This design comes from an exercise in tuning for small area and a short achievable clock period on the open sky130 flow, not from production work.
At most, simulation tests tie the RTL to the original design; equivalence was not proved.

==> inputs of raven <==
## lk_acc_cell
module lk_acc_cell (
    input  wire        clk,
    input  wire        rst,       
    input  wire [1:0]  op,        
    input  wire        fmt_a,     
    input  wire        fmt_b,
    input  wire [15:0] a,
    input  wire [15:0] b,
    output wire [39:0] acc,
    output reg  [31:0] f32
);
==> module lk_add, before the edit <==
module lk_add (
    input  wire        first,
    input  wire        keep,         
    input  wire        load,
    input  wire [1:0]  cls,
    input  wire [31:0] w,
    input  wire [39:0] x,
    output reg  [39:0] y
);
    localparam [39:0] ACC_NAN = {1'b0, 8'hFF, 1'b1, 30'd0};
    wire        p_s    = w[0];
    wire [9:0]  p_exp  = w[31:22];
    wire [31:0] p_sig  = {1'b1, w[21:1], 10'd0};
    wire        p_nan  = (cls == 2'd3);
    wire        p_inf  = (cls == 2'd2);
    wire        p_zero = (cls == 2'd1);
    wire [39:0] x_raw  = {x[39:31] & {9{~first}}, x[30:0] & {31{keep}}};
    wire        x_s    = x_raw[39];
    wire        x_ez   = (x_raw[38:31] == 8'd0);
    wire        x_emax = (x_raw[38:31] == 8'hFF);
    wire        x_fz   = (x_raw[30:0] == 31'd0);
    wire        x_nan  = x_emax & ~x_fz;
    wire        x_inf  = x_emax & x_fz;
    wire        x_zero = x_ez & x_fz;
    wire [7:0]  x_exp  = {x_raw[38:32], x_raw[31] | x_ez};
    wire [31:0] x_sig  = {~x_ez, x_raw[30:0]};
    wire [10:0] d_xp = {3'd0, x_exp} - {p_exp[9], p_exp};
    wire [10:0] d_px = {p_exp[9], p_exp} - {3'd0, x_exp};
    wire        e_eq = ({2'd0, x_exp} == p_exp);
    wire [21:0] cmp_s;
    wire        x_ge;
    add_pfx #(.N(22), .L(5), .KIND(1)) u_cmp (.a(x_sig[31:10]), .b(~p_sig[31:10]), .ci(1'b1), .s(cmp_s), .co(x_ge));
    wire        p_gt_e = d_xp[10];
    wire        x_big  = ~p_gt_e & (~e_eq | x_ge);
    wire [10:0] ad     = p_gt_e ? d_px : d_xp;
    wire        sat    = (ad[10:6] != 5'd0) || (ad[5:0] > 6'd35);
    wire [5:0]  sh     = ad[5:0];
    wire [7:0]  big_exp = p_gt_e ? p_exp[7:0] : x_exp;
    wire [31:0] big_sig = x_big ? x_sig : p_sig;
    wire [31:0] sml_sig = x_big ? p_sig : x_sig;
    wire        big_s   = x_big ? x_s : p_s;
    wire        eff_sub = x_s ^ p_s;
    wire [34:0] sml_sh = {sml_sig, 3'b000} >> sh;
    wire [34:0] sml_al = sat ? 35'd0 : sml_sh;
    reg         sml_st;
    integer k;
    always @(*) begin
        sml_st = 1'b0;
        for (k = 0; k < 32; k = k + 1)
            if (sat || sh >= k + 4) sml_st = sml_st | sml_sig[k];
    end
    wire [35:0] op_a = {1'b0, big_sig, 3'b000};
    wire [35:0] op_b = {1'b0, sml_al[34:1], sml_al[0] | sml_st} ^ {36{eff_sub}};
    wire [35:0] s_sum;
    wire        s_co;
    add_pfx #(.N(36), .L(6), .KIND(1)) u_add (.a(op_a), .b(op_b), .ci(eff_sub), .s(s_sum), .co(s_co));
    wire        s_neg = eff_sub & s_sum[35];
    wire        r_s   = big_s ^ s_neg;
    wire        s_z   = (s_sum == 36'd0);
    wire [35:0] lim = (big_exp <= 8'd35) ? (36'h8_0000_0000 >> big_exp) : 36'd0;
    wire [5:0]  nlz;
    lzc36 u_lzc (.x(s_sum | lim), .n(nlz));
    wire [5:0]  nsh   = {nlz[5:1], nlz[0] | s_neg};
    wire [35:0] n_5   = nsh[5] ? {s_sum[3:0], 32'd0} : s_sum;
    wire [35:0] n_4   = nsh[4] ? {n_5[19:0], 16'd0}  : n_5;
    wire [35:0] n_3   = nsh[3] ? {n_4[27:0], 8'd0}   : n_4;
    wire [35:0] n_2   = nsh[2] ? {n_3[31:0], 4'd0}   : n_3;
    wire [35:0] n_1   = nsh[1] ? {n_2[33:0], 2'd0}   : n_2;
    wire [35:0] n_mag = nsh[0] ? {n_1[34:0], 1'd0}   : n_1;
    wire [8:0]  n_exp = {1'b0, big_exp} + 9'd1 - {3'd0, nsh};
    wire [8:0]  n_exp1 = {1'b0, big_exp} + 9'd2 - {3'd0, nsh};
    wire [4:0]  n_lo  = n_mag[4:0] ^ {5{s_neg}};
    wire        up_p  = n_lo[3] & ((n_lo[2:0] != 3'd0) | n_lo[4]);
    wire        c4_n  = (n_lo[3:0] == 4'hF);
    wire        t3_n  = n_lo[3] ^ (n_lo[2:0] == 3'h7);
    wire        up_n  = c4_n | (t3_n & ((n_lo[2:0] != 3'h7) | n_lo[4]));
    wire        n_up  = s_neg ? up_n : up_p;
    wire [31:0] r_in  = n_mag[35:4] ^ {32{s_neg}};
    wire [31:0] r_sig;
    wire        r_co;
    inc_pfx #(.N(32), .L(6)) u_rnd (.a(r_in), .ci(n_up), .s(r_sig), .co(r_co));
    wire [8:0]  r_exp = r_co ? n_exp1 : n_exp;
    wire        r_top = r_co | r_sig[31];
    wire        r_ovf = (n_exp >= 9'd255) | (r_co & (n_exp == 9'd254));
    reg [39:0] sum40;
    always @(*) begin
        if (s_z)
            sum40 = 40'd0;                                   
        else if (r_ovf)
            sum40 = {r_s, 8'hFF, 31'd0};                     
        else
            sum40 = {r_s, (r_top ? r_exp[7:0] : 8'd0), r_sig[30:0]};
    end
    always @(*) begin
        if (load)
            y = p_nan ? ACC_NAN : {w, 8'd0};
        else if (x_nan | p_nan | (x_inf & p_inf & (x_s != p_s)))
            y = ACC_NAN;
        else if (x_inf)
            y = x_raw;
        else if (p_inf)
            y = {p_s, 8'hFF, 31'd0};
        else if (p_zero)
            y = x_zero ? {x_s & p_s, 39'd0} : x_raw;
        else
            y = sum40;
    end
endmodule
export LEC_CHECK = 0
export ABC_AREA = 1
export CAP_MARGIN = 20
export CORE_MARGIN = 2
export CORE_UTILIZATION = 40
export SLEW_MARGIN = 20
create_clock -name core_clock -period 22.0 [get_ports {clk}]
standard.sh (not shown) runs the stock make flow with config.mk's settings and CLKGATE_MAP_FILE= SYNTH_SCRIPT=/design/flow/synth_recipe.tcl, a recipe that flattens the netlist after the stock synthesis.
==> flow/flow/run.sh <==
#!/bin/bash
set -euo pipefail
MARGIN=$(cat flow/margin.txt)
bash standard.sh SETUP_SLACK_MARGIN=$MARGIN finish > standard.log 2>&1
==> flow/flow/margin.txt <==
10
==> inputs of tundra, as changes to raven <==
==> flow/flow/margin.txt (replaced) <==
9
==> inputs of garnet, as changes to raven <==
--- a/flow/design.v
+++ b/flow/design.v
@@ -264,6 +264,10 @@
     wire [35:0] n_1   = nsh[1] ? {n_2[33:0], 2'd0}   : n_2;
     wire [35:0] n_mag = nsh[0] ? {n_1[34:0], 1'd0}   : n_1;
-    wire [8:0]  n_exp = {1'b0, big_exp} + 9'd1 - {3'd0, nsh};
-    wire [8:0]  n_exp1 = {1'b0, big_exp} + 9'd2 - {3'd0, nsh};
+    wire [8:0]  be_p1 = {1'b0, big_exp} + 9'd1;
+    wire [8:0]  be_p2 = {1'b0, big_exp} + 9'd2;
+    wire [8:0]  n_exp, n_exp1;
+    wire        n_exp_co, n_exp1_co;
+    add_pfx #(.N(9), .L(4), .KIND(1)) u_nexp  (.a(be_p1), .b(~{3'd0, nsh}), .ci(1'b1), .s(n_exp),  .co(n_exp_co));
+    add_pfx #(.N(9), .L(4), .KIND(1)) u_nexp1 (.a(be_p2), .b(~{3'd0, nsh}), .ci(1'b1), .s(n_exp1), .co(n_exp1_co));
     wire [4:0]  n_lo  = n_mag[4:0] ^ {5{s_neg}};
     wire        up_p  = n_lo[3] & ((n_lo[2:0] != 3'd0) | n_lo[4]);
@@ -278,5 +282,9 @@
     wire [8:0]  r_exp = r_co ? n_exp1 : n_exp;
     wire        r_top = r_co | r_sig[31];
-    wire        r_ovf = (n_exp >= 9'd255) | (r_co & (n_exp == 9'd254));
+    wire        nsh0  = (nsh == 6'd0);
+    wire        nsh1  = (nsh == 6'd1);
+    wire        be254 = (big_exp == 8'd254);
+    wire        be253 = (big_exp == 8'd253);
+    wire        r_ovf = (be254 & nsh0) | (r_co & ((be254 & nsh1) | (be253 & nsh0)));
     reg [39:0] sum40;
     always @(*) begin
==> flow/flow/run.sh (replaced) <==
#!/bin/bash
set -euo pipefail
bash standard.sh $(cat flow/args.txt) finish > standard.log 2>&1
==> flow/flow/args.txt (new file) <==
SETUP_SLACK_MARGIN=11 TNS_END_PERCENT=0
removed: flow/flow/margin.txt
==> results.txt <==
metric                                                                          tundra          raven         garnet
Share of synthesized cell area in full adder, half adder and majority cells      17.6%          17.6%          17.6%
Vertical die dimension                                                          251 um         251 um         252 um
Final core utilization                                                           45.2%          46.1%          50.1%
Synth Area per Inst                                                           5.83 um2       5.83 um2       5.86 um2
Minimum clock period after layout                                             12.31 ns       11.63 ns       10.75 ns
Run status                                            no timing/DRC/antenna violations  no timing/DRC/antenna violations  no timing/DRC/antenna violations
Critical Path Source Type                                                         flop  primary input  primary input
Detailed-routed wire length on met2                                           44500 um       45400 um       49400 um
X dimension of the die                                                          251 um         251 um         252 um
Area fraction of the dominant cell type after synthesis                          15.6%          15.6%          15.6%
GR Util All Layers                                                               32.3%          32.5%          32.6%
Signed area change from the synthesized netlist to the final layout              11.7%          14.0%          23.5%
Longest individual stage delay on the worst path                               0.55 ns        0.59 ns        0.58 ns
Sequential element share of the synthesized area                                 10.2%          10.2%          10.1%
Post-synthesis share of cell area spent on and, or, nand and nor gates           39.8%          39.8%          40.5%
Via count of the first global-routing pass                                       26.2k          26.4k          27.2k
R2R Path Start                                                                s1_first      acc_q[38]          p_top
Destination of the critical timing path                                      acc_q[23]          p_top          p_top
Count of vias placed by the detailed router                                      28.9k          29.1k          29.9k
Worst path slowest cell                                                           fa_1           fa_1           fa_2
Function not checked in raven and tundra: the RTL went through the layout flow alone.

==> static timing again, ports no longer ideal <==
In the flow no input, the clock included, has a driving cell. The finished layouts below were timed again as built, in two steps. Step 1: set_driving_cell puts a clkbuf_16 on clk and a buf_2 on each other input, an assumption about the parent block. Step 2, shift: input delay + t, output delay - t, t = (earliest + latest rising clock arrival at the registers) / 2. This alone moves slack from input paths to output paths. Three values: ideal ports, drivers, drivers and shift; two values: the first two.
run | t, ns | setup WS [ns] | worst hold slack (ns) | slew at the worst register clock pin (ns) | pins driven straight from the clock port
raven | 0.494 | 10.372 / 10.397 / 9.903 | 0.620 / 0.620 / 0.620 | 0.07 / 0.07 | 1
tundra | 0.494 | 9.692 / 9.692 / 9.375 | 0.620 / 0.620 / 0.620 | 0.07 / 0.07 | 1
garnet | 0.511 | 11.249 / 11.278 / 10.767 | 0.541 / 0.541 / 0.541 | 0.08 / 0.08 | 1
After both steps every run listed still meets setup and hold. The setup slack of garnet, which loses most, moves by +0.029 ns with the drivers and by -0.482 ns with both steps.
